Source: an optimization exercise on an open RTL-to-GDS flow (aim: small area, a short achievable clock period and few clock cycles per item). Production flows keep margins and buffers that such runs may drop. Only simulation tests tie the RTL to the original design; equivalence was not proved.

## aes256_enc
module aes256_enc (
    input  wire         clk,
    input  wire         rst,
    input  wire         in_valid,
    output wire         in_ready,
    input  wire [255:0] in_key,
    input  wire [127:0] in_block,
    output wire         out_valid,
    output wire [127:0] out_block
);
Size in the first run: about 1200 flip-flops, ~520 I/O pins, roughly 0.063 mm2 of cells after synthesis.
export LEC_CHECK = 0
export CAP_MARGIN = 20
export CELL_PAD_IN_SITES_DETAIL_PLACEMENT = 1
export CELL_PAD_IN_SITES_GLOBAL_PLACEMENT = 1
export CORE_MARGIN = 2
export CORE_UTILIZATION = 45
export PLACE_DENSITY = 0.55
export SETUP_SLACK_MARGIN = 5
export SLEW_MARGIN = 20
export SYNTH_HIERARCHICAL = 1
export SYNTH_MINIMUM_KEEP_SIZE = 0
create_clock -name core_clock -period 9.0 [get_ports {clk}]
standard.sh (not shown) runs the stock make flow with config.mk's settings and CLKGATE_MAP_FILE= SYNTH_SCRIPT=/design/flow/synth_recipe.tcl, a recipe that flattens the netlist after the stock synthesis.
==> flow/flow/run.sh <==
#!/bin/bash
set -euo pipefail
args=""
while IFS= read -r line; do
  [[ -z "$line" || "$line" == \#* ]] && continue
  args="$args '$line'"
done < flow/extra.txt
grep -q 'SETUP_SLACK_MARGIN=' standard.sh || true
sed "s/SETUP_SLACK_MARGIN=[-0-9.]* //; s|\"\${@:-finish}\"|$args \"\${@:-finish}\"|" standard.sh > standard_extra.sh
bash standard_extra.sh > flow.log 2>&1
==> flow/flow/extra.txt <==
SETUP_SLACK_MARGIN=5.75
BUFFER_PORTS_ARGS=-buffer_cell sky130_fd_sc_hd__buf_2
Testbench counts at the start, summed over its fixed seeds: cycles 14,360, blocks 1,024.
Change:
==> flow/flow/extra.txt (replaced) <==
SETUP_SLACK_MARGIN=6.0
BUFFER_PORTS_ARGS=-buffer_cell sky130_fd_sc_hd__buf_2
Outcome:
- The new run finished clean
- register-to-register slack gains 120 ps
- final area rises by 12%
- first-iteration DRC count came out higher by 3.2%
- setup slack gets better by 120 ps
- synthesized area does not change
- core utilization rose by 6.4 points

---

JK:
aes256_enc, a different RTL version from the one above (not shown whole).
For scale: about 11,000 cells after synthesis, about 1,900 flip-flops, ~520 I/O pins.
export LEC_CHECK = 0
export CAP_MARGIN = 20
export CELL_PAD_IN_SITES_DETAIL_PLACEMENT = 1
export CELL_PAD_IN_SITES_GLOBAL_PLACEMENT = 1
export CORE_MARGIN = 2
export CORE_UTILIZATION = 45
export CTS_BUF_LIST = sky130_fd_sc_hd__clkbuf_16
export CTS_CLUSTER_DIAMETER = 120
export CTS_CLUSTER_SIZE = 24
export PLACE_DENSITY = 0.55
export SETUP_SLACK_MARGIN = 5
export SLEW_MARGIN = 20
export SYNTH_HIERARCHICAL = 1
export SYNTH_MINIMUM_KEEP_SIZE = 0
create_clock -name core_clock -period 9.0 [get_ports {clk}]
==> flow/flow/extra.txt <==
SETUP_SLACK_MARGIN=5.6
BUFFER_PORTS_ARGS=-buffer_cell sky130_fd_sc_hd__buf_1
Scripts as last shown in full above: flow/flow/run.sh
Per the final summary, JK finished and its layout is clean on timing, DRC and antenna.
Testbench counts of JK, summed over its fixed seeds: cycles 7,208, blocks 1,024.
diff inputs: JK => MS
- removing CTS_CLUSTER_SIZE (formerly 24)
- removing CTS_CLUSTER_DIAMETER (formerly 120)
- changing CTS_BUF_LIST from sky130_fd_sc_hd__clkbuf_16 to sky130_fd_sc_hd__clkbuf_8
==> flow/flow/extra.txt <==
SETUP_SLACK_MARGIN=5.8
BUFFER_PORTS_ARGS=-buffer_cell sky130_fd_sc_hd__buf_1
Results
Changes observed in MS relative to JK: final worst hold slack saw a decrease, total global routing track utilization saw an increase. Setup slack is lower on JK. Against JK, relative slew slack in MS came out better. MS vs. JK: sequential cell area in the final layout rose 310 sq um.
Edits applied to the flow inputs when going from MS to AL:
- swapping sky130_fd_sc_hd__clkbuf_8 for sky130_fd_sc_hd__clkbuf_16 in CTS_BUF_LIST
- putting GPL_ROUTABILITY_DRIVEN at 0 where nothing was set
- putting CTS_CLUSTER_DIAMETER at 150 where nothing was set
- putting CTS_CLUSTER_SIZE at 30 where nothing was set
==> flow/flow/extra.txt <==
SETUP_SLACK_MARGIN=5.75
BUFFER_PORTS_ARGS=-buffer_cell sky130_fd_sc_hd__buf_1
--- outcome ---
Between AL and MS, it is AL whose delay of the slowest cell on the worst path is higher, by 0.02 ns. [diff] post-route worst hold slack, AL relative to MS: improvement. Non-clock buffer count for AL: 104 down relative to MS. Maximum number of pins on one net before global-route repair, MS and AL: smaller value in AL. Re period utilization: MS and AL aren't equal, and the lower value belongs to AL.
diff inputs: AL => TR
- swapping 30 for 24 in CTS_CLUSTER_SIZE
- swapping 150 for 120 in CTS_CLUSTER_DIAMETER
==> flow/flow/extra.txt <==
SETUP_SLACK_MARGIN=5.45
BUFFER_PORTS_ARGS=-buffer_cell sky130_fd_sc_hd__buf_1
### Flow results
Changes observed in TR relative to AL: final core utilization went down 3.1 points, clock buffer count in the final layout now larger, multi-input combinational cell area now smaller, count of vias placed by the detailed router saw a decrease, via-per-instance ratio did not really move. TR — number of buffers and inverters on the critical path 2 lower, AL as reference.

[static timing again, ports no longer ideal]
The flow's constraints put no driver on any port. The routed layouts listed below were extracted and timed again, unchanged, in two steps.
Step 1 (the two cells are an assumption about what drives the block):
set clk [get_ports {clk}]
set_driving_cell -lib_cell sky130_fd_sc_hd__clkbuf_16 $clk
set_driving_cell -lib_cell sky130_fd_sc_hd__buf_2 [delete_from_list [all_inputs] $clk]
Step 2 times the ports against the registers' clock, not the clock port: input delays grow and output delays shrink by t, the midpoint of the rising clock arrivals with the driver on.
a / b / c = ideal ports / drivers / drivers and shift; a / b = the first two.
| run | t (ns) | setup slack, ns | worst setup path after step 2 | worst slew at a driven data input, ns | cell pins on the clock port's net |
|---|---|---|---|---|---|
| the first run of note 1 | 0.847 | 5.759 / 5.755 / 5.759 | register to register | 0.17 | 1 |
| the second run of note 1 | 0.846 | 5.883 / 5.857 / 5.883 | register to register | 0.16 | 1 |
| JK | 0.879 | 5.554 / 5.554 / 5.531 | input to register | 0.23 | 1 |
| MS | 1.138 | 5.567 / 5.470 / 5.472 | input to register | 0.21 | 1 |
| AL | 0.858 | 5.638 / 5.638 / 5.463 | input to register | 0.23 | 1 |
| TR | 0.871 | 5.416 / 5.402 / 5.370 | input to register | 0.22 | 1 |
After both steps setup and hold are still met in every run listed. For AL, which loses most, drivers alone change the setup slack by 0.000 ns; drivers and shift together by -0.175 ns.
